What follows belongs to an exercise in optimizing a design on an open flow for small area, a short achievable clock period and few clock cycles; a production flow would make more cautious choices.
The RTL was checked by simulation tests, not by an equivalence proof against the original design.

==> flow/design.v (outline; a module is shown in full before it is edited, if it fits) <==
// module ce_update: 2396 lines
// module csa_fa: 4 lines
// module csa_ha: 4 lines
module ce_update (
    input  wire         clk,
    input  wire         rst,
    input  wire         start,
    output reg          done,
    input  wire [1:0]   law,
    input  wire [1:0]   nbq,
    input  wire [15:0]  e,
    input  wire [255:0] s_in,
    input  wire [16:0]  umod,
    input  wire [15:0]  tco,
    input  wire [7:0]   tref,
    input  wire [7:0]   t,
    input  wire [7:0]   damp,
    input  wire         dith_en,
    input  wire         wd,
    input  wire         ho,
    input  wire [17:0]  ff,
    input  wire [17:0]  lr,
    input  wire [639:0] coef,
    input  wire [15:0]  kph,
    input  wire [15:0]  gout,
    input  wire [31:0]  rgout,
    input  wire [15:0]  kb,
    input  wire [16:0]  win,
    output wire [255:0] s_out,
    output reg  [31:0]  w,
    output reg  [16:0]  ul,
    output reg  [16:0]  ucmd,
    output reg  [7:0]   dh
);
  // ...
==> flow/flow/run.sh <==
#!/bin/bash
# The standard flow (standard.sh: unchanged synthesis, floorplan, placement,
# CTS, routing), run in two parts:
#  - up to CTS with a larger setup-repair target (SETUP_SLACK_MARGIN), so that
#    repair_timing keeps improving the paths that set the achieved period;
#  - global/detailed routing and finish with the default repair settings.
# Port buffers use the smallest buffer cell.  The SDC is not changed.
set -eo pipefail
export BUFFER_PORTS_ARGS="-buffer_cell sky130_fd_sc_hd__buf_1"
SETUP_SLACK_MARGIN=11 bash standard.sh cts > standard_to_cts.log 2>&1
bash standard.sh > standard_finish.log 2>&1
==> flow/standard.sh <==
#!/bin/bash
# synth_recipe.tcl (not shown) runs the flow's synth.tcl, then flattens the netlist and writes it again
# the make line also repeats each setting of config.mk as NAME=value (left out here)
make -C /OpenROAD-flow-scripts/flow DESIGN_CONFIG=/design/flow/config.mk WORK_HOME=/design/flow/orfs CLKGATE_MAP_FILE= SYNTH_SCRIPT=/design/flow/synth_recipe.tcl "${@:-finish}"
==> flow/config.mk <==
export PLATFORM = sky130hd
export DESIGN_NAME = ce_update
export DESIGN_NICKNAME = ce_update
export VERILOG_FILES = /design/flow/design.v
export SDC_FILE = /design/flow/constraint.sdc
export NUM_CORES = 8
export LEC_CHECK = 0
export CAP_MARGIN = 20
export CORE_MARGIN = 2
export CORE_UTILIZATION = 30
export PLACE_DENSITY = 0.5
export SLEW_MARGIN = 20
export SYNTH_HIERARCHICAL = 1
==> flow/constraint.sdc <==
create_clock -name core_clock -period 18.0 [get_ports {clk}]
set_input_delay 3.6000 -clock core_clock [delete_from_list [all_inputs] [get_ports {clk}]]
set_output_delay 3.6000 -clock core_clock [all_outputs]
set_load 0.01 [all_outputs]
==> reports/metrics.yaml, run 1 <==
core_area_um2: 267000
slew_viol_final: 0
io_pins: 1443
worstHoldStart: "s_r[7][0]"
biggestCellCategory: "multi-input combinational cells"
path_class: "reg2reg"
status: "finished clean"
grt_pass1_wl_um: 814000
worst-path-max-fanout: 18
routed_wl_um: 629000
path_delay_family: "adder cells"
worst_ep_arrival_time_ns: 8.07
synth_compound_area_share_pct: 24.7
design_area_um2: 98100
final_common_cell: "buf_1"
routabilityCongestion: 1.06
worst_hold_slack_ns: 0.465
die_y_um: 522
required_ns: 18.71
dpl_cell_area_um2: 89800
syn_nets: 11314
row_count: 190
cts_tree: "yes"
vias: 88863
setup_viol: 0
Testbench counts, summed over its fixed seeds: cycles 29,468.
==> inputs of run 2 (changes only) <==
--- a/flow/design.v
+++ b/flow/design.v
@@ -1951,190 +1951,21 @@
     reg  [31:0] sadd_r;
     always @(posedge clk)
         sadd_r <= sw[{sec, k[1]}];
     wire [32:0] ysum_w = {r28[31], r28} + {sadd_r[31], sadd_r};
     wire [31:0] ysum = (ysum_w[32] != ysum_w[31]) ? (ysum_w[32] ? 32'h80000000 : 32'h7fffffff)
                                                   : ysum_w[31:0];
     reg  signed [19:0] k_r;               
     reg  [16:0] lo_r, hi_r;
-    wire [25:0] d1, d2;
-    wire dd1_1, dd1_2;
-    csa_ha dd1_u2 (.a(lo_r[1]), .b(~k_r[1]), .s(dd1_1), .co(dd1_2));
-    wire dd1_3, dd1_4;
-    csa_ha dd1_u4 (.a(lo_r[2]), .b(~k_r[2]), .s(dd1_3), .co(dd1_4));
-    wire dd1_5, dd1_6;
-    csa_ha dd1_u6 (.a(lo_r[3]), .b(~k_r[3]), .s(dd1_5), .co(dd1_6));
-    wire dd1_7, dd1_8;
-    csa_ha dd1_u8 (.a(lo_r[4]), .b(~k_r[4]), .s(dd1_7), .co(dd1_8));
-    wire dd1_9, dd1_10;
-    csa_ha dd1_u10 (.a(lo_r[5]), .b(~k_r[5]), .s(dd1_9), .co(dd1_10));
-    wire dd1_11, dd1_12;
-    csa_ha dd1_u12 (.a(lo_r[6]), .b(~k_r[6]), .s(dd1_11), .co(dd1_12));
-    wire dd1_13, dd1_14;
-    csa_ha dd1_u14 (.a(lo_r[7]), .b(~k_r[7]), .s(dd1_13), .co(dd1_14));
-    wire dd1_15, dd1_16;
-    csa_ha dd1_u16 (.a(lo_r[8]), .b(~k_r[8]), .s(dd1_15), .co(dd1_16));
-    wire dd1_17, dd1_18;
-    csa_ha dd1_u18 (.a(lo_r[9]), .b(~k_r[9]), .s(dd1_17), .co(dd1_18));
-    wire dd1_19, dd1_20;
-    csa_ha dd1_u20 (.a(lo_r[10]), .b(~k_r[10]), .s(dd1_19), .co(dd1_20));
-    wire dd1_21, dd1_22;
-    csa_ha dd1_u22 (.a(lo_r[11]), .b(~k_r[11]), .s(dd1_21), .co(dd1_22));
-    wire dd1_23, dd1_24;
-    csa_ha dd1_u24 (.a(lo_r[12]), .b(~k_r[12]), .s(dd1_23), .co(dd1_24));
-    wire dd1_25, dd1_26;
-    csa_ha dd1_u26 (.a(lo_r[13]), .b(~k_r[13]), .s(dd1_25), .co(dd1_26));
-    wire dd1_27, dd1_28;
-    csa_ha dd1_u28 (.a(lo_r[14]), .b(~k_r[14]), .s(dd1_27), .co(dd1_28));
-    wire dd1_29, dd1_30;
-    csa_ha dd1_u30 (.a(lo_r[15]), .b(~k_r[15]), .s(dd1_29), .co(dd1_30));
-    wire dd1_31, dd1_32;
-    csa_ha dd1_u32 (.a(lo_r[16]), .b(~k_r[16]), .s(dd1_31), .co(dd1_32));
-    wire dd1_33, dd1_34;
-    csa_ha dd1_u34 (.a(lo_r[0]), .b(~k_r[0]), .s(dd1_33), .co(dd1_34));
-    wire dd1_35 = ~acc[25] ^ 1'b1 ^ dd1_1;
-    wire dd1_36 = (~acc[25] & 1'b1) | (~acc[25] & dd1_1) | (1'b1 & dd1_1);
-    wire dd1_37, dd1_38;
-    csa_fa dd1_u38 (.a(~acc[26]), .b(dd1_3), .c(dd1_2), .s(dd1_37), .co(dd1_38));
-    wire dd1_39, dd1_40;
-    csa_fa dd1_u40 (.a(~acc[27]), .b(dd1_5), .c(dd1_4), .s(dd1_39), .co(dd1_40));
-    wire dd1_41, dd1_42;
-    csa_fa dd1_u42 (.a(~acc[28]), .b(dd1_7), .c(dd1_6), .s(dd1_41), .co(dd1_42));
-    wire dd1_43, dd1_44;
-    csa_fa dd1_u44 (.a(~acc[29]), .b(dd1_9), .c(dd1_8), .s(dd1_43), .co(dd1_44));
-    wire dd1_45, dd1_46;
-    csa_fa dd1_u46 (.a(~acc[30]), .b(dd1_11), .c(dd1_10), .s(dd1_45), .co(dd1_46));
-    wire dd1_47, dd1_48;
-    csa_fa dd1_u48 (.a(~acc[31]), .b(dd1_13), .c(dd1_12), .s(dd1_47), .co(dd1_48));
-    wire dd1_49, dd1_50;
-    csa_fa dd1_u50 (.a(~acc[32]), .b(dd1_15), .c(dd1_14), .s(dd1_49), .co(dd1_50));
-    wire dd1_51, dd1_52;
-    csa_fa dd1_u52 (.a(~acc[33]), .b(dd1_17), .c(dd1_16), .s(dd1_51), .co(dd1_52));
-    wire dd1_53, dd1_54;
-    csa_fa dd1_u54 (.a(~acc[34]), .b(dd1_19), .c(dd1_18), .s(dd1_53), .co(dd1_54));
-    wire dd1_55, dd1_56;
-    csa_fa dd1_u56 (.a(~acc[35]), .b(dd1_21), .c(dd1_20), .s(dd1_55), .co(dd1_56));
-    wire dd1_57, dd1_58;
-    csa_fa dd1_u58 (.a(~acc[36]), .b(dd1_23), .c(dd1_22), .s(dd1_57), .co(dd1_58));
-    wire dd1_59, dd1_60;
-    csa_fa dd1_u60 (.a(~acc[37]), .b(dd1_25), .c(dd1_24), .s(dd1_59), .co(dd1_60));
-    wire dd1_61, dd1_62;
-    csa_fa dd1_u62 (.a(~acc[38]), .b(dd1_27), .c(dd1_26), .s(dd1_61), .co(dd1_62));
-    wire dd1_63, dd1_64;
-    csa_fa dd1_u64 (.a(~acc[39]), .b(dd1_29), .c(dd1_28), .s(dd1_63), .co(dd1_64));
-    wire dd1_65, dd1_66;
-    csa_fa dd1_u66 (.a(~acc[40]), .b(dd1_31), .c(dd1_30), .s(dd1_65), .co(dd1_66));
-    wire dd1_67, dd1_68;
-    csa_fa dd1_u68 (.a(~k_r[17]), .b(~acc[41]), .c(dd1_32), .s(dd1_67), .co(dd1_68));
-    wire dd1_69, dd1_70;
-    csa_ha dd1_u70 (.a(~k_r[18]), .b(~acc[42]), .s(dd1_69), .co(dd1_70));
-    wire dd1_71, dd1_72;
-    csa_ha dd1_u72 (.a(~k_r[19]), .b(~acc[43]), .s(dd1_71), .co(dd1_72));
-    wire dd1_73, dd1_74;
-    csa_ha dd1_u74 (.a(~k_r[19]), .b(~acc[44]), .s(dd1_73), .co(dd1_74));
-    wire dd1_75, dd1_76;
-    csa_ha dd1_u76 (.a(~k_r[19]), .b(~acc[45]), .s(dd1_75), .co(dd1_76));
-    wire dd1_77, dd1_78;
-    csa_ha dd1_u78 (.a(~k_r[19]), .b(~acc[46]), .s(dd1_77), .co(dd1_78));
-    wire dd1_79, dd1_80;
-    csa_ha dd1_u80 (.a(~k_r[19]), .b(~acc[47]), .s(dd1_79), .co(dd1_80));
-    wire dd1_81, dd1_82;
-    csa_ha dd1_u82 (.a(~k_r[19]), .b(~acc[47]), .s(dd1_81), .co(dd1_82));
-    wire dd1_83, dd1_84;
-    csa_ha dd1_u84 (.a(~k_r[19]), .b(~acc[47]), .s(dd1_83), .co(dd1_84));
-    assign d1 = {dd1_83, dd1_81, dd1_79, dd1_77, dd1_75, dd1_73, dd1_71, dd1_69, dd1_67, dd1_65, dd1_63, dd1_61, dd1_59, dd1_57, dd1_55, dd1_53, dd1_51, dd1_49, dd1_47, dd1_45, dd1_43, dd1_41, dd1_39, dd1_37, dd1_35, ~acc[24]} + {dd1_82, dd1_80, dd1_78, dd1_76, dd1_74, dd1_72, dd1_70, dd1_68, dd1_66, dd1_64, dd1_62, dd1_60, dd1_58, dd1_56, dd1_54, dd1_52, dd1_50, dd1_48, dd1_46, dd1_44, dd1_42, dd1_40, dd1_38, dd1_36, dd1_34, dd1_33};
-    wire dd2_1, dd2_2;
-    csa_ha dd2_u2 (.a(hi_r[1]), .b(~k_r[1]), .s(dd2_1), .co(dd2_2));
-    wire dd2_3, dd2_4;
-    csa_ha dd2_u4 (.a(hi_r[2]), .b(~k_r[2]), .s(dd2_3), .co(dd2_4));
-    wire dd2_5, dd2_6;
-    csa_ha dd2_u6 (.a(hi_r[3]), .b(~k_r[3]), .s(dd2_5), .co(dd2_6));
-    wire dd2_7, dd2_8;
-    csa_ha dd2_u8 (.a(hi_r[4]), .b(~k_r[4]), .s(dd2_7), .co(dd2_8));
-    wire dd2_9, dd2_10;
-    csa_ha dd2_u10 (.a(hi_r[5]), .b(~k_r[5]), .s(dd2_9), .co(dd2_10));
-    wire dd2_11, dd2_12;
-    csa_ha dd2_u12 (.a(hi_r[6]), .b(~k_r[6]), .s(dd2_11), .co(dd2_12));
-    wire dd2_13, dd2_14;
-    csa_ha dd2_u14 (.a(hi_r[7]), .b(~k_r[7]), .s(dd2_13), .co(dd2_14));
-    wire dd2_15, dd2_16;
-    csa_ha dd2_u16 (.a(hi_r[8]), .b(~k_r[8]), .s(dd2_15), .co(dd2_16));
-    wire dd2_17, dd2_18;
-    csa_ha dd2_u18 (.a(hi_r[9]), .b(~k_r[9]), .s(dd2_17), .co(dd2_18));
-    wire dd2_19, dd2_20;
-    csa_ha dd2_u20 (.a(hi_r[10]), .b(~k_r[10]), .s(dd2_19), .co(dd2_20));
-    wire dd2_21, dd2_22;
-    csa_ha dd2_u22 (.a(hi_r[11]), .b(~k_r[11]), .s(dd2_21), .co(dd2_22));
-    wire dd2_23, dd2_24;
-    csa_ha dd2_u24 (.a(hi_r[12]), .b(~k_r[12]), .s(dd2_23), .co(dd2_24));
-    wire dd2_25, dd2_26;
-    csa_ha dd2_u26 (.a(hi_r[13]), .b(~k_r[13]), .s(dd2_25), .co(dd2_26));
-    wire dd2_27, dd2_28;
-    csa_ha dd2_u28 (.a(hi_r[14]), .b(~k_r[14]), .s(dd2_27), .co(dd2_28));
-    wire dd2_29, dd2_30;
-    csa_ha dd2_u30 (.a(hi_r[15]), .b(~k_r[15]), .s(dd2_29), .co(dd2_30));
-    wire dd2_31, dd2_32;
-    csa_ha dd2_u32 (.a(hi_r[16]), .b(~k_r[16]), .s(dd2_31), .co(dd2_32));
-    wire dd2_33, dd2_34;
-    csa_ha dd2_u34 (.a(hi_r[0]), .b(~k_r[0]), .s(dd2_33), .co(dd2_34));
-    wire dd2_35 = ~acc[25] ^ 1'b1 ^ dd2_1;
-    wire dd2_36 = (~acc[25] & 1'b1) | (~acc[25] & dd2_1) | (1'b1 & dd2_1);
-    wire dd2_37, dd2_38;
-    csa_fa dd2_u38 (.a(~acc[26]), .b(dd2_3), .c(dd2_2), .s(dd2_37), .co(dd2_38));
-    wire dd2_39, dd2_40;
-    csa_fa dd2_u40 (.a(~acc[27]), .b(dd2_5), .c(dd2_4), .s(dd2_39), .co(dd2_40));
-    wire dd2_41, dd2_42;
-    csa_fa dd2_u42 (.a(~acc[28]), .b(dd2_7), .c(dd2_6), .s(dd2_41), .co(dd2_42));
-    wire dd2_43, dd2_44;
-    csa_fa dd2_u44 (.a(~acc[29]), .b(dd2_9), .c(dd2_8), .s(dd2_43), .co(dd2_44));
-    wire dd2_45, dd2_46;
-    csa_fa dd2_u46 (.a(~acc[30]), .b(dd2_11), .c(dd2_10), .s(dd2_45), .co(dd2_46));
-    wire dd2_47, dd2_48;
-    csa_fa dd2_u48 (.a(~acc[31]), .b(dd2_13), .c(dd2_12), .s(dd2_47), .co(dd2_48));
-    wire dd2_49, dd2_50;
-    csa_fa dd2_u50 (.a(~acc[32]), .b(dd2_15), .c(dd2_14), .s(dd2_49), .co(dd2_50));
-    wire dd2_51, dd2_52;
-    csa_fa dd2_u52 (.a(~acc[33]), .b(dd2_17), .c(dd2_16), .s(dd2_51), .co(dd2_52));
-    wire dd2_53, dd2_54;
-    csa_fa dd2_u54 (.a(~acc[34]), .b(dd2_19), .c(dd2_18), .s(dd2_53), .co(dd2_54));
-    wire dd2_55, dd2_56;
-    csa_fa dd2_u56 (.a(~acc[35]), .b(dd2_21), .c(dd2_20), .s(dd2_55), .co(dd2_56));
-    wire dd2_57, dd2_58;
-    csa_fa dd2_u58 (.a(~acc[36]), .b(dd2_23), .c(dd2_22), .s(dd2_57), .co(dd2_58));
-    wire dd2_59, dd2_60;
-    csa_fa dd2_u60 (.a(~acc[37]), .b(dd2_25), .c(dd2_24), .s(dd2_59), .co(dd2_60));
-    wire dd2_61, dd2_62;
-    csa_fa dd2_u62 (.a(~acc[38]), .b(dd2_27), .c(dd2_26), .s(dd2_61), .co(dd2_62));
-    wire dd2_63, dd2_64;
-    csa_fa dd2_u64 (.a(~acc[39]), .b(dd2_29), .c(dd2_28), .s(dd2_63), .co(dd2_64));
-    wire dd2_65, dd2_66;
-    csa_fa dd2_u66 (.a(~acc[40]), .b(dd2_31), .c(dd2_30), .s(dd2_65), .co(dd2_66));
-    wire dd2_67, dd2_68;
-    csa_fa dd2_u68 (.a(~k_r[17]), .b(~acc[41]), .c(dd2_32), .s(dd2_67), .co(dd2_68));
-    wire dd2_69, dd2_70;
-    csa_ha dd2_u70 (.a(~k_r[18]), .b(~acc[42]), .s(dd2_69), .co(dd2_70));
-    wire dd2_71, dd2_72;
-    csa_ha dd2_u72 (.a(~k_r[19]), .b(~acc[43]), .s(dd2_71), .co(dd2_72));
-    wire dd2_73, dd2_74;
-    csa_ha dd2_u74 (.a(~k_r[19]), .b(~acc[44]), .s(dd2_73), .co(dd2_74));
-    wire dd2_75, dd2_76;
-    csa_ha dd2_u76 (.a(~k_r[19]), .b(~acc[45]), .s(dd2_75), .co(dd2_76));
-    wire dd2_77, dd2_78;
-    csa_ha dd2_u78 (.a(~k_r[19]), .b(~acc[46]), .s(dd2_77), .co(dd2_78));
-    wire dd2_79, dd2_80;
-    csa_ha dd2_u80 (.a(~k_r[19]), .b(~acc[47]), .s(dd2_79), .co(dd2_80));
-    wire dd2_81, dd2_82;
-    csa_ha dd2_u82 (.a(~k_r[19]), .b(~acc[47]), .s(dd2_81), .co(dd2_82));
-    wire dd2_83, dd2_84;
-    csa_ha dd2_u84 (.a(~k_r[19]), .b(~acc[47]), .s(dd2_83), .co(dd2_84));
-    assign d2 = {dd2_83, dd2_81, dd2_79, dd2_77, dd2_75, dd2_73, dd2_71, dd2_69, dd2_67, dd2_65, dd2_63, dd2_61, dd2_59, dd2_57, dd2_55, dd2_53, dd2_51, dd2_49, dd2_47, dd2_45, dd2_43, dd2_41, dd2_39, dd2_37, dd2_35, ~acc[24]} + {dd2_82, dd2_80, dd2_78, dd2_76, dd2_74, dd2_72, dd2_70, dd2_68, dd2_66, dd2_64, dd2_62, dd2_60, dd2_58, dd2_56, dd2_54, dd2_52, dd2_50, dd2_48, dd2_46, dd2_44, dd2_42, dd2_40, dd2_38, dd2_36, dd2_34, dd2_33};
+    wire signed [24:0] uu = $signed(acc[47:24]) + k_r;
+    wire signed [25:0] d1 = $signed({9'd0, lo_r}) - uu;
+    wire signed [25:0] d2 = $signed({9'd0, hi_r}) - uu;
     wire        below = ~d1[25];            
     wire        above = d2[25];             
-    wire signed [24:0] uu = $signed(acc[47:24]) + k_r;
     wire [16:0] ul_n = below ? lo_r : above ? hi_r : uu[16:0];
     wire [24:0] du = below ? d1[24:0] : above ? d2[24:0] : 25'd0;
     reg  signed [8:0] dmp_r;              
     always @(posedge clk)
         dmp_r <= wd ? $signed({1'b0, damp}) : -$signed({1'b0, damp});
     wire signed [18:0] ud = $signed({2'b00, ul_n}) + dmp_r;
     wire [16:0] ucmd_n = !dith_en ? ul_n : ud[18] ? 17'd0 : ud[17] ? 17'h1ffff : ud[16:0];
     wire signed [9:0] dq = acc[32:23];
==> reports/metrics.yaml, run 2 <==
startpoint_type: "flip-flop"
postCtsHoldBufs: 0
grt_max_degree: 68
die_y_um: 511  # -2.1%
ctsHtreeMaxLevel: 3
grt_usage_pct: 44.5
setup_viol: 0  # unchanged
yosysTopAreaCellShare_pct: 15.8
grt_antenna_before_repair: 209
routed_wl_um: 602000  # -4.4%
vias: 85617  # -3.7%
final_cell_mix: "1,430 x buf_1, 885 x nand2_1, 686 x xnor2_1"
fillers: 26846
core_area_um2: 256000  # -4.3%
yosys_warnings: 7
routabilityCongestion: 1.10  # +3.7%
initial_core_util_pct: 30.1
syn_area_per_cell_um2: 8.73
rsz0062_at_grt: "no"
cts-root-buf: "clkbuf_16"
cp-end-kind: "flip-flop"
skew_ns: 0.0733
drive_above_1_share_pct: 14.5
io_pins: 1443  # unchanged
worst_ep_arrival_time_ns: 8.68  # +0.61 ns
tightest_slew_ns: 1.28
grt_pass1_wl_um: 785000  # -3.6%
timing.fmax_mhz: 124
required_ns: 18.62  # -0.09 ns
ys.flop_type: "dfxtp_1"
synth-edff-count: 310
yosysMostFrequentCell: "nand2_1"
muxShareOfSynthArea_pct: 5.02
cts_buffers: 90
yosysTopAreaCell: "fa_1"
drt_iter0_markers: 12702
synth_compound_area_share_pct: 24.1  # -0.59 points
regMostFlops: "s_r"
die_w_um: 511
synthesis.area_um2: 77000
synth_top_family_by_area: "compound AO/OA/AOI/OAI gates"
period_minus_slack_ns: 8.06
dieArea_um2: 261000
slew_viol_final: 0  # unchanged
dp_slack_ns: 8.52
synth_simple_gate_area_share_pct: 12.2
cts_sinks: 707
worst_hold_slack_ns: 0.481  # +0.0153 ns
drc_errors: 0
row_count: 186  # -2.1%
reg.largest.list: "s_r (256), acc (67)"
maxCapViolCount: 0
routedWlPerCell_um: 44.0
fin_cells: 13669
yosysSeqAreaShare_pct: 22.4
slew_headroom_pct: 13.5
tns_ns: 0
drtAntennaViolNets: 0
ys_seq_elements: 707
status: "finished clean"
drt-vias-per-instance: 6.26
hp-class: "reg2reg"
clk_path_buf_depth: 3
dp_cells: 13112
grt_pass1_vias: 82530
synthTopCellsByCount: "892 x nand2_1, 733 x a22oi_1, 730 x clkbuf_1, 717 x xnor2_1, 666 x nor2_1"
synth_cell_types: 101
synthArstFlopShare_pct: 0
syn_nets: 10874  # -3.9%
synth_xor_area_share_pct: 9.41
first_pass_iters: 7
ys_top_cells_by_area: "fa_1 16%, edfxtp_1 12%, dfxtp_1 10%, xnor2_1 8.2%, a22oi_1 7.1%"
path_class: "reg2reg"
final_common_cell: "buf_1"
final_hold_viol_count: 0
dp_hpwl_um: 483000
path_clk_slew_ns: 0.07
largest_register_ffs: 256
portBuffers: 1442
fin_crit_sh_pct: 44.8
worst-path-max-fanout: 7  # -11
synthAdderAreaFrac_pct: 21.2
clkLatencyLatePin_ns: 0.79
overflow: 0
fin_ws_ns: 9.94
layout.nets: 12080
syn_inst: 8820
area_growth_syn_to_layout_pct: 24.4
cts_tree: "yes"
run 2: cell types whose count changed after synthesis, sizes merged, moves of 32 or more:
cell,previous run,this run
ha,396,334
a221oi,139,84
nor2,627,667
inv,350,292
o21ai,660,476
nand2,825,893
a21oi,537,656
nor3,117,85
a22oi,676,734
mux2,152,113
nand3,138,91
buf,154,110
run 2: layout make-up:
class / count / area (um2) / share of cell area, %
Antenna cell: 183 / 458 / 0.478
Clock buffer: 115 / 2530 / 2.64
Clock inverter: 53 / 628 / 0.656
Inverter: 297 / 1120 / 1.17
Multi-Input combinational cell: 6979 / 58600 / 61.2
Sequential cell: 707 / 17500 / 18.3
Tap cell: 3384 / 4230 / 4.42
Timing Repair Buffer: 1951 / 10700 / 11.2
run 2: worst paths after layout:
check        depth (start not counted)  startpoint          to  slack, ns
max                                 20     v_r[12]    opa2[28]       9.94
min                                  2  s_r[6][20]  s_r[6][20]       0.48
max reg2reg                         20     v_r[12]    opa2[28]       9.94
min reg2reg                          2  s_r[6][20]  s_r[6][20]       0.48
run 2: metrics by stage:
stage / util [%] / cell area [um2]
floorplan: - / 78100
global placement: 33.8 / 86600
detailed placement: 33.9 / 86700
CTS: 37.2 / 95300
global route: 37.4 / 95700
finish: 37.4 / 95800
run 2: logic make-up after synthesis:
logic type | Yosys count
adders and majority gates | 943
and+or+nand+nor | 2140
buffers and inverters | 1138
xor gates and xnor gates | 827
muxes | 305
DFF | 707
AOI/OAI and AO/OA | 2760
run 2: critical path, stage by stage, from the launching register on:
cell and delay [ns]:
edfxtp_1 0.55, o21ai_0 0.13, a21oi_1 0.82, fa_1 0.58, fa_1 0.54, fa_2 0.47
fa_1 0.51, fa_1 0.50, ha_4 0.35, nand4_1 0.16, or3_4 0.47, or4_4 0.44
a2111o_1 0.35, and3_4 0.21, o31a_1 0.45, o221ai_2 0.27, a21oi_4 0.11, o21bai_4 0.22
o32a_1 0.31, o2111ai_2 0.17, a21o_1 0.24
run 2: timing repair:
| item | in CTS | in global routing |
|---|---|---|
| setup endpoints to repair | 295 | 0 |
| resized for setup | 766 | 0 |
| buffers inserted | 181 | 0 |
run 2: layer usage:
| layer | global-route usage, % | routed length, um |
|---|---|---|
| met5 | 0 | 743 |
| met4 | 34.0 | 55400 |
| met3 | 15.8 | 70600 |
| met2 | 65.6 | 254000 |
| met1 | 52.8 | 221000 |
run 2: per-module statistics from Yosys (local to each module, per instance):
module     flip-flops and latches  times used  cells inside
csa_ha                          0          47             1
csa_fa                          0         562             1
ce_update                     707           1          8211
Testbench counts of run 2, summed over its fixed seeds: cycles 29,468.
==> inputs of run 3 (changes only) <==
--- a/flow/config.mk
+++ b/flow/config.mk
@@ -5,6 +5,7 @@
 export SDC_FILE = /design/flow/constraint.sdc
 export NUM_CORES = 8
 export LEC_CHECK = 0
+export ABC_AREA = 1
 export CAP_MARGIN = 20
 export CORE_MARGIN = 2
 export CORE_UTILIZATION = 30
==> reports/metrics.yaml, run 3 <==
status: "finished clean"
dp_slack_ns: 9.99  # +1.47 ns
path_class: "reg2reg"
worst_ep_arrival_time_ns: 8.03  # -0.65 ns
yosysSeqAreaShare_pct: 22.0  # -0.37 points
cts_buffers: 85  # -5.6%
tightest_slew_ns: 1.32  # +0.0348 ns
period_minus_slack_ns: 7.34  # -0.718 ns
final_hold_viol_count: 0  # unchanged
grt_max_degree: 66  # -2.9%
largest_register_ffs: 256  # unchanged
routed_wl_um: 567000  # -5.7%
final_common_cell: "nand2_1"
synthesis.area_um2: 78300  # +1.7%
dieArea_um2: 265000  # +1.7%
syn_inst: 10520  # +19%
rrSetupSlack_ns: 10.66  # +0.72 ns
ys.flop_type: "dfxtp_1"
synthTopCellsByCount: "2,256 x nand2_1, 1,302 x inv_1, 723 x o22ai_1, 718 x xor2_1, 690 x o21ai_0"
whs_path_depth: 2  # unchanged
dp_hpwl_um: 464000  # -4.0%
r2r_end: "opa2[4]"
synth-edff-count: 310  # unchanged
ctsHtreeMaxLevel: 3  # unchanged
required_ns: 18.69  # +0.07 ns
routabilityCongestion: 1.11  # +0.84%
drtAntennaViolNets: 0  # unchanged
grt_antenna_before_repair: 180  # -14%
die_y_um: 515  # +0.83%
path_clk_slew_ns: 0.06  # about the same
tns_ns: 0  # unchanged
cts-root-buf: "clkbuf_16"
fin_cells: 15358  # +12%
die_w_um: 515  # +0.83%
synthArstFlopShare_pct: 0  # unchanged
clkLatencyLatePin_ns: 0.79  # about the same
overflow: 0  # unchanged
skew_ns: 0.0864  # +0.0132 ns
grt_usage_pct: 41.3  # -3.1 points
drc_errors: 0  # unchanged
syn_area_per_cell_um2: 7.44  # -15%
synth_cell_types: 66  # -35%
r2r-start: "opa[7]"
syn_nets: 12574  # +16%
layout.nets: 13722  # +14%
drt-vias-per-instance: 5.75  # -8.2%
cts_sinks: 707  # unchanged
drt_iter0_markers: 11905  # -6.3%
dpl_cell_area_um2: 87400  # +0.81%
ys_top_cells_by_area: "fa_1 16%, edfxtp_1 12%, nand2_1 11%, dfxtp_1 10%, xor2_1 8.0%"
design_area_um2: 92100  # -3.9%
ys_seq_elements: 707  # unchanged
final_cell_mix: "2,252 x nand2_1, 1,438 x buf_1, 1,250 x inv_1"
ff2ff_path_depth: 16  # -20%
vias: 88286  # +3.1%
hold_end: "s_r[7][23]"
io_pins: 1443  # unchanged
yosysMostFrequentCell: "nand2_1"
rsz0062_at_grt: "no"
postCtsHoldBufs: 0  # unchanged
dp_cells: 14922  # +14%
cp-end-kind: "flip-flop"
routedWlPerCell_um: 36.9  # -16%
worst-path-max-fanout: 18  # +11
startpoint_type: "flip-flop"
area_growth_syn_to_layout_pct: 17.6
fin_crit_sh_pct: 40.8  # -4.0 points
fin_ws_ns: 10.66  # +0.718 ns
yosys_warnings: 7  # unchanged
startpoint: "opa[7]"
worstHoldStart: "s_r[7][23]"
hp-class: "reg2reg"
initial_core_util_pct: 30.2  # +0.066 points
grt_pass1_vias: 84010  # +1.8%
regMostFlops: "s_r"
cts_tree: "yes"
drive_above_1_share_pct: 6.76  # -7.8 points
slew_viol_final: 0  # unchanged
grt_pass1_wl_um: 745000  # -5.1%
reg.largest.list: "s_r (256), acc (67)"
setup_viol: 0  # unchanged
core_area_um2: 260000  # +1.5%
portBuffers: 1442  # unchanged
yosysTopAreaCellShare_pct: 15.5  # -0.26 points
first_pass_iters: 8  # +1
timing.fmax_mhz: 136  # +9.8%
maxCapViolCount: 0  # unchanged
row_count: 187  # +0.54%
yosysTopAreaCell: "fa_1"
clk_path_buf_depth: 3  # unchanged
slew_headroom_pct: 11.2  # -2.3 points
[run 3: cell count changes after synthesis, sizes merged, moves of 233 or more]
| cell | before | now |
|---|---|---|
| nand2 | 893 | 2289 |
| inv | 292 | 1343 |
| a22oi | 734 | 37 |
| o22ai | 34 | 723 |
| xor2 | 110 | 718 |
| xnor2 | 717 | 122 |
| nand3 | 91 | 387 |
| o21ai | 476 | 770 |
| nor2 | 667 | 434 |
[run 3: repair_timing]
item / in CTS / in global routing
resized for setup: 194 / 0
buffers inserted: 58 / 0
endpoints found under the setup margin: 269 / 0
[run 3: layer usage]
| layer | up-vias | GRT usage (%) | wire (um) |
|---|---|---|---|
| li1 | 37703 | - | - |
| met1 | 42802 | 49.0 | 209000 |
| met2 | 6165 | 59.9 | 235000 |
| met3 | 1546 | 14.3 | 66200 |
| met4 | 70 | 34.7 | 56400 |
| met5 | - | 0 | 616 |
[run 3: area by class of cell]
cell class,count,area (um2)
clock inverter,50,547
fill,28612,168000
inverter,1387,5350
sequential,707,17300
timing repair inverter,1,6.26
antenna,216,541
timing repair buffer,1755,8020
multi-input combinational,7731,53700
clock buffer,109,2350
tap,3402,4260
[run 3: per-module statistics from Yosys, one instance, submodules excluded]
module     cells inside  area [um2]
csa_ha                1        12.5
ce_update          9911       66500
csa_fa                1        20.0
[run 3: worst max path at each step]
stage                      to
floorplan             phi[15]
global placement      ucmd[8]
detailed placement    ucmd[8]
CTS                 s_out[74]
global route          ucmd[0]
finish                opa2[4]
[run 3: kinds of logic (layout without fill, tap and decap cells)]
| group | count (synthesis) | after routing | synth area share [%] |
|---|---|---|---|
| other | 0 | 216 | 0 |
| flip-flops | 707 | 707 | 22.0 |
| XOR/XNOR | 840 | 840 | 9.40 |
| AND/OR/NAND/NOR | 3376 | 3376 | 18.0 |
| buffers and inverters | 2083 | 3302 | 10.2 |
| AO/OA/AOI/OAI | 2572 | 2573 | 19.5 |
| adder cells (fa/ha/maj) | 942 | 942 | 20.9 |
[run 3: critical path, stage by stage (launching register included)]
cell and delay (ns):
dfxtp_1 0.31, clkinv_1 0.66, o22ai_1 0.47, xor2_1 0.21, fa_1 0.46, fa_1 0.50, fa_1 0.60, fa_1 0.46
ha_1 0.38, a21oi_1 0.31, o21a_1 0.17, a21boi_0 0.66, o21bai_1 0.32, a21oi_1 0.45, xor2_1 0.83, nand2_1 0.26
nand3_1 0.16
[run 3: through the flow]
| stage | hold WS (ns) | util [%] |
|---|---|---|
| detailed placement | 0.438 | 33.7 |
| global placement | 0.435 | 33.7 |
| global route | 0.465 | 35.3 |
| CTS | 0.448 | 35.2 |
| finish | 0.448 | 35.4 |
| floorplan | 0.422 | - |
==> inputs of run 4 (changes only) <==
--- a/flow/flow/run.sh
+++ b/flow/flow/run.sh
@@ -7,5 +7,5 @@
 # Port buffers use the smallest buffer cell.  The SDC is not changed.
 set -eo pipefail
 export BUFFER_PORTS_ARGS="-buffer_cell sky130_fd_sc_hd__buf_1"
-SETUP_SLACK_MARGIN=11 bash standard.sh cts > standard_to_cts.log 2>&1
+SETUP_SLACK_MARGIN=12 bash standard.sh cts > standard_to_cts.log 2>&1
 bash standard.sh > standard_finish.log 2>&1
==> reports/metrics.yaml, run 4 <==
status: "finished clean"
synth_cell_types: 66  # unchanged
portBuffers: 1442  # unchanged
dieArea_um2: 265000  # unchanged
synth_compound_area_share_pct: 19.5  # unchanged
slew_headroom_pct: 14.1  # +2.9 points
yosysMostFrequentCell: "nand2_1"
synth_xor_area_share_pct: 9.40  # unchanged
die_w_um: 515  # unchanged
drtAntennaViolNets: 0  # unchanged
overflow: 0  # unchanged
multi_input_area_um2: 57600  # +7.2%
clk_path_buf_depth: 3  # unchanged
fin_cells: 15720  # +2.4%
hp-class: "reg2reg"
syn_inst: 10520  # unchanged
final_hold_viol_count: 0  # unchanged
ff2ff_path_depth: 22  # +6
startpoint_type: "flip-flop"
whs_path_depth: 2  # unchanged
drc_errors: 0  # unchanged
yosysTopAreaCell: "fa_1"
fin_util_pct: 39.0  # +3.6 points
worst-path-max-fanout: 6  # -12
synthArstFlopShare_pct: 0  # unchanged
cts-root-buf: "clkbuf_16"
rrSetupSlack_ns: 11.22  # +0.56 ns
first_pass_iters: 6  # -2
drt_iter0_markers: 12507  # +5.1%
maxCapViolCount: 0  # unchanged
synthesis.area_um2: 78300  # unchanged
postCtsHoldBufs: 0  # unchanged
timing.fmax_mhz: 147  # +8.3%
grt_pass1_wl_um: 781000  # +4.8%
tightest_slew_ns: 1.28  # -0.0436 ns
final_cell_mix: "2,118 x nand2_1, 1,310 x buf_1, 1,213 x inv_1"
routabilityCongestion: 1.09  # -2.0%
area_growth_syn_to_layout_pct: 29.4
ys_top_cells_by_area: "fa_1 16%, edfxtp_1 12%, nand2_1 11%, dfxtp_1 10%, xor2_1 8.0%"
syn_area_per_cell_um2: 7.44  # unchanged
reg.largest.list: "s_r (256), acc (67)"
rsz0062_at_grt: "no"
drt-vias-per-instance: 5.85  # +1.7%
tns_ns: 0  # unchanged
grt_antenna_before_repair: 198  # +10%
fillers: 27797  # -2.8%
dp_cells: 14923  # +0.0067%
yosysTopAreaCellShare_pct: 15.5  # unchanged
vias: 91905  # +4.1%
path_clk_slew_ns: 0.06  # about the same
io_pins: 1443  # unchanged
layout.nets: 14030  # +2.2%
synthAdderAreaFrac_pct: 20.9  # unchanged
routed_wl_um: 595000  # +4.9%
required_ns: 18.58  # -0.11 ns
setup_viol: 0  # unchanged
regArea_um2: 17400  # +0.71%
synth_top_family_by_area: "adder cells"
skew_ns: 0.0989  # +0.0124 ns
drive_above_1_share_pct: 15.6  # +8.9 points
grt_usage_pct: 43.4  # +2.1 points
core_area_um2: 260000  # unchanged
dp_hpwl_um: 472000  # +1.6%
row_count: 187  # unchanged
path_class: "reg2reg"
synthTopCellsByCount: "2,256 x nand2_1, 1,302 x inv_1, 723 x o22ai_1, 718 x xor2_1, 690 x o21ai_0"
ys_seq_elements: 707  # unchanged
routedWlPerCell_um: 37.8  # +2.5%
regMostFlops: "s_r"
cts_sinks: 707  # unchanged
cts_tree: "yes"
hold_end: "s_r[7][24]"
cts_buffers: 87  # +2.4%
slew_viol_final: 0  # unchanged
largest_register_ffs: 256  # unchanged
yosysSeqAreaShare_pct: 22.0  # unchanged
grt_pass1_vias: 87519  # +4.2%
syn_nets: 12574  # unchanged
r2r-start: "psel_r[0]"
r2r_end: "acc[63]"
worstHoldStart: "s_r[7][24]"
cp-end-kind: "flip-flop"
yosys_warnings: 7  # unchanged
die_y_um: 515  # unchanged
grt_max_degree: 65  # -1.5%
final_common_cell: "nand2_1"
synth-edff-count: 310  # unchanged
period_minus_slack_ns: 6.78  # -0.560 ns
ys.flop_type: "dfxtp_1"
muxShareOfSynthArea_pct: 0  # unchanged
worst_ep_arrival_time_ns: 7.36  # -0.67 ns
clkLatencyLatePin_ns: 0.79  # about the same
fin_crit_sh_pct: 37.7  # -3.1 points
initial_core_util_pct: 30.2  # unchanged
ctsHtreeMaxLevel: 3  # unchanged
synth_simple_gate_area_share_pct: 18.0  # unchanged
==> run 4: cell type report <==
| cell class | instances | share of cell area, % |
|---|---|---|
| diodes | 267 | 0.660 |
| clock buffers | 105 | 2.27 |
| multi-input cells | 7735 | 56.8 |
| repair inverters | 5 | 0.0408 |
| clock inverters | 59 | 0.757 |
| repair buffers | 2053 | 12.5 |
| flip-flops and latches | 707 | 17.2 |
| inverters | 1387 | 5.48 |
| well taps | 3402 | 4.20 |
==> run 4: kinds of logic after synthesis <==
logic type      count (synthesis)
flops                         707
buf+inv                      2083
compound gates               2572
simple gates                 3376
xor+xnor                      840
fa+ha+maj                     942
==> run 4: routing by layer <==
layer / GRT usage, % / part of all wire (%) / wire (um)
met3: 15.0 / 12 / 70500
met4: 38.3 / 11 / 63400
met2: 62.7 / 41 / 245000
met5: 0.329 / 0.21 / 1220
met1: 50.9 / 36 / 215000
==> run 4: how the worst max path moves through the flow <==
| stage | endpoint | start |
|---|---|---|
| finish | acc[63] | psel_r[0] |
| global route | opa2[32] | b_one[8] |
| CTS | opa2[31] | b_one[8] |
| detailed placement | opa2[8] | b_two[1] |
| global placement | opa2[8] | b_two[1] |
| floorplan | phi[15] | umod[1] |
==> run 4: timing repair <==
| item | 4_1_cts | 5_1_grt |
|---|---|---|
| resized for setup | 1671 | 0 |
| buffers inserted | 320 | 0 |
| setup endpoints to repair | 597 | 0 |
| hold endpoints to repair | 0 | 0 |
==> run 4: per-module statistics from Yosys (local to each module, per instance) <==
module,area (um2),flops+latches,cells,copies in the design
csa_fa,20.0,0,1,562
csa_ha,12.5,0,1,47
ce_update,66500,707,9911,1
==> run 4: stage by stage <==
stage                     setup WS (ns)  hold WS [ns]  cell area [um2]
after global routing              11.02         0.458           101000
final                             11.22         0.443           101000
after detailed placement           9.76         0.436            87500
after floorplan                   11.82         0.422            78500
after CTS                         11.43         0.445           101000
after global placement             9.71         0.434            87500
==> run 4: critical path: stages, from the launching register on <==
cell	delay [ns]
dfxtp_2	0.34
nor3_4	0.23
bufinv_16	0.22
buf_12	0.13
o22ai_1	0.72
fa_1	0.59
fa_1	0.47
fa_1	0.60
fa_1	0.46
fa_1	0.56
ha_4	0.24
a21oi_1	0.14
inv_1	0.09
a31oi_2	0.22
o21ai_1	0.18
a21oi_2	0.22
nand3_4	0.14
a21oi_4	0.27
inv_2	0.07
a31oi_4	0.29
buf_4	0.17
o21ai_2	0.05
xor2_1	0.15
==> inputs of run 5 (changes only) <==
--- a/flow/flow/run.sh
+++ b/flow/flow/run.sh
@@ -7,5 +7,5 @@
 # Port buffers use the smallest buffer cell.  The SDC is not changed.
 set -eo pipefail
 export BUFFER_PORTS_ARGS="-buffer_cell sky130_fd_sc_hd__buf_1"
-SETUP_SLACK_MARGIN=12 bash standard.sh cts > standard_to_cts.log 2>&1
+SETUP_SLACK_MARGIN=11 bash standard.sh cts > standard_to_cts.log 2>&1
 bash standard.sh > standard_finish.log 2>&1
--- a/flow/config.mk
+++ b/flow/config.mk
@@ -8,7 +8,7 @@
 export ABC_AREA = 1
 export CAP_MARGIN = 20
 export CORE_MARGIN = 2
-export CORE_UTILIZATION = 30
-export PLACE_DENSITY = 0.5
+export CORE_UTILIZATION = 55
+export PLACE_DENSITY = 0.72
 export SLEW_MARGIN = 20
 export SYNTH_HIERARCHICAL = 1
==> reports/metrics.yaml, run 5 <==
row_count: 138  # -26%
synth_cell_types: 66  # unchanged
die_y_um: 381  # -26%
ys.flop_type: "dfxtp_1"
die_w_um: 381  # -26%
syn_area_per_cell_um2: 7.44  # unchanged
yosysMostFrequentCell: "nand2_1"
ys_seq_elements: 707  # unchanged
ys_top_cells_by_area: "fa_1 16%, edfxtp_1 12%, nand2_1 11%, dfxtp_1 10%, xor2_1 8.0%"
first-error: "[ERROR PPL-0024] Number of IO pins (1443) exceeds maximum number of available positions (1380). Increase the die perimeter from 1525.30um to 1962.48um."
initial_core_util_pct: 55.4  # +25 points
synth-edff-count: 310  # unchanged
yosysSeqAreaShare_pct: 22.0  # unchanged
yosysTopAreaCellShare_pct: 15.5  # unchanged
status: "stopped before the end"
syn_nets: 12574  # unchanged
synthArstFlopShare_pct: 0  # unchanged
yosys_warnings: 7  # unchanged
lastStage: "3_2_place_iop"
synthTopCellsByCount: "2,256 x nand2_1, 1,302 x inv_1, 723 x o22ai_1, 718 x xor2_1, 690 x o21ai_0"
syn_inst: 10520  # unchanged
yosysTopAreaCell: "fa_1"
synthesis.area_um2: 78300  # unchanged
run 5: cell counts after synthesis:
Identical to the previous run, type by type.
run 5: logic make-up after synthesis:
group	Yosys count	synth area share, %
AND/OR/NAND/NOR	3376	18.0
AO/OA/AOI/OAI	2572	19.5
buffers and inverters	2083	10.2
adder cells (fa/ha/maj)	942	20.9
XOR/XNOR	840	9.40
flip-flops	707	22.0
run 5: modules after synthesis, one instance, submodules excluded:
module / cells / cell area [um2] / times used / flip-flops and latches
ce_update: 9911 / 66500 / 1 / 707
csa_fa: 1 / 20.0 / 562 / 0
csa_ha: 1 / 12.5 / 47 / 0
==> inputs of run 6 (changes only) <==
--- a/flow/config.mk
+++ b/flow/config.mk
@@ -8,7 +8,7 @@
 export ABC_AREA = 1
 export CAP_MARGIN = 20
 export CORE_MARGIN = 2
-export CORE_UTILIZATION = 55
-export PLACE_DENSITY = 0.72
+export CORE_UTILIZATION = 35
+export PLACE_DENSITY = 0.7
 export SLEW_MARGIN = 20
 export SYNTH_HIERARCHICAL = 1
==> reports/metrics.yaml, run 6 <==
ys.flop_type: "dfxtp_1"
routabilityCongestion: 1.14
critical_path_depth: 23
clk_path_buf_depth: 3
synthTopCellsByCount: "2,256 x nand2_1, 1,302 x inv_1, 723 x o22ai_1, 718 x xor2_1, 690 x o21ai_0"
rrSetupSlack_ns: 10.51
setup_viol: 0
drive_above_1_share_pct: 6.25
final_hold_viol_count: 0
regMostFlops: "s_r"
drtAntennaViolNets: 0
worstHoldStart: "s_r[7][19]"
cts-root-buf: "clkbuf_16"
overflow: 0
cts_buffers: 84
clkLatencyLatePin_ns: 0.77
layout.nets: 13685
grt_antenna_before_repair: 191
dpl_cell_area_um2: 86700
routedWlPerCell_um: 37.9
first_pass_iters: 13
synth_cell_types: 66  # unchanged
yosysSeqAreaShare_pct: 22.0  # unchanged
core_area_um2: 222000
hp-class: "reg2reg"
tightest_slew_ns: 1.33
postCtsHoldBufs: 0
fin_util_pct: 41.0
yosys_warnings: 7  # unchanged
yosysMostFrequentCell: "nand2_1"
routed_wl_um: 562000
die_y_um: 477  # +25%
final_cell_mix: "2,249 x nand2_1, 1,437 x buf_1, 1,261 x inv_1"
timing.fmax_mhz: 134
area_growth_syn_to_layout_pct: 16.3
slew_viol_final: 0
synth-edff-count: 310  # unchanged
syn_nets: 12574  # unchanged
startpoint_type: "flip-flop"
rsz0062_at_grt: "no"
path_clk_slew_ns: 0.07
slowest_stage: "fa_1"
slowest_delay_ns: 0.58
maxCapViolCount: 0
dp_hpwl_um: 462000
whs_path_depth: 2
die_w_um: 477  # +25%
syn_inst: 10520  # unchanged
path_class: "reg2reg"
skew_ns: 0.0720
synthesis.area_um2: 78300  # unchanged
ctsHtreeMaxLevel: 3
status: "finished clean"
cp_num_buf_inv: 3
final_common_cell: "nand2_1"
reg.largest.list: "s_r (256), acc (67)"
crit_path_cell_trace: "nor3_4 -> inv_1 -> buf_8 -> o22ai_1 -> fa_1 -> fa_1 -> fa_1 -> fa_1 -> fa_1 -> fa_1 -> ha_1 -> a21oi_1 -> inv_1 -> a31oi_1 -> nand2_1 -> a21oi_1 -> nand3_1 -> nand2_1 -> o211ai_1 -> a21oi_2 -> xnor2_1 -> nand2_1 -> nand4_1"
yosysTopAreaCellShare_pct: 15.5  # unchanged
syn_area_per_cell_um2: 7.44  # unchanged
cp-end-kind: "flip-flop"
period_minus_slack_ns: 7.49
yosysTopAreaCell: "fa_1"
design_area_um2: 91100
grt_usage_pct: 47.6
fin_crit_sh_pct: 41.6
drt-vias-per-instance: 6.05
vias: 89852
drc_errors: 0
grt_pass1_wl_um: 741000
path_delay_family: "adder cells"
path_common_cell: "fa_1"
dieArea_um2: 228000
cts_tree: "yes"
ff2ff_path_depth: 23
row_count: 173  # +25%
r2r-start: "psel_r[2]"
grt_max_degree: 66
io_pins: 1443
worst_ep_arrival_time_ns: 8.14
portBuffers: 1442
required_ns: 18.66
slew_headroom_pct: 11.6
grt_pass1_vias: 84999
drt_iter0_markers: 13935
cts_sinks: 707
worst-path-max-fanout: 60
ys_seq_elements: 707  # unchanged
ys_top_cells_by_area: "fa_1 16%, edfxtp_1 12%, nand2_1 11%, dfxtp_1 10%, xor2_1 8.0%"
tns_ns: 0
synthArstFlopShare_pct: 0  # unchanged
largest_register_ffs: 256
fillers: 23872
r2r_end: "opa2[30]"
initial_core_util_pct: 35.2  # -20 points
hold_end: "s_r[7][19]"
## run 6: logic make-up after synthesis
logic type / after synthesis / share of synthesized area (%)
compound gates: 2572 / 19.5
fa+ha+maj: 942 / 20.9
xor+xnor: 840 / 9.40
flops: 707 / 22.0
buf+inv: 2083 / 10.2
simple gates: 3376 / 18.0
## run 6: cell type report
cell class | instances | area [um2] | area share (%)
Multi-Input combinational cell | 7730 | 53600 | 58.9
Sequential cell | 707 | 17300 | 19.0
Timing Repair Buffer | 1720 | 7690 | 8.44
Inverter | 1387 | 5340 | 5.86
Tap cell | 2975 | 3720 | 4.09
Clock buffer | 115 | 2450 | 2.69
Clock inverter | 43 | 543 | 0.596
Antenna cell | 166 | 415 | 0.456
Timing Repair inverter | 1 | 6.26 | 0.00687
## run 6: Yosys stat by module (local to each module, per instance)
module | flip-flops and latches | cell area [um2] | cells inside
csa_fa | 0 | 20.0 | 1
ce_update | 707 | 66500 | 9911
csa_ha | 0 | 12.5 | 1
## run 6: worst max-delay path by stage
stage,from,to,slack [ns]
after floorplan,umod[2],phi[15],11.69
after global placement,psel_r[0],opa2[30],9.88
after detailed placement,psel_r[1],opa[30],9.76
after CTS,law_r[0],s_out[78],10.98
after global routing,acc[24],ucmd[12],10.22
final,psel_r[2],opa2[30],10.51
## run 6: tightest hold or removal path, stage by stage (launching register included)
cell	delay, ns
dfxtp_1	0.30
inv_1	0.04
a21oi_1	0.05
## run 6: layer usage
metal	vias to the layer above	share of wire, %	track usage, %
met4	76	12	44.3
li1	37540	-	-
met5	-	0.19	0.735
met3	1989	14	20.6
met1	42860	34	53.2
met2	7387	40	67.6
## run 6: metrics by stage
step | hold WS, ns | setup slack, ns | instances
floorplan | 0.422 | 11.69 | 10520
global placement | 0.436 | 9.88 | 14476
detailed placement | 0.436 | 9.76 | 14476
CTS | 0.445 | 10.98 | 14675
global route | 0.457 | 10.22 | 14764
finish | 0.445 | 10.51 | 14844
## run 6: what timing repair did
item	in CTS	in global routing
setup endpoints to repair	288	0
gates resized for setup	162	0
buffers inserted	40	0

==> afterwards: timing with drivers on the ports <==
The results above use ideal ports. As a check the final layouts listed here were re-extracted and re-timed, cells and wires unchanged.
Step 1, drivers: a clkbuf_16 drives clk and a buf_2 each remaining input, both assumed.
Step 2, shift: input delay + t, output delay - t, t = (earliest + latest rising clock arrival at the registers) / 2. This alone moves slack from input paths to output paths.
Slacks: no drivers / after step 1 / after step 2; pairs: no drivers / after step 1.
run | t (ns) | slack for setup (ns) | worst hold slack (ns)
run 1 | 0.872 | 10.645 / 10.645 / 10.430 | 0.465 / 0.465 / 0.465
run 2 | 0.874 | 9.939 / 9.939 / 9.939 | 0.481 / 0.481 / 0.481
run 3 | 0.860 | 10.657 / 10.657 / 10.543 | 0.448 / 0.448 / 0.448
run 4 | 0.860 | 11.217 / 11.217 / 10.850 | 0.443 / 0.443 / 0.443
run 6 | 0.841 | 10.513 / 10.513 / 10.513 | 0.445 / 0.445 / 0.445
After both steps every run listed still meets setup and hold. The setup slack of run 4, which loses most, moves by 0.000 ns with the drivers and by -0.367 ns with both steps.
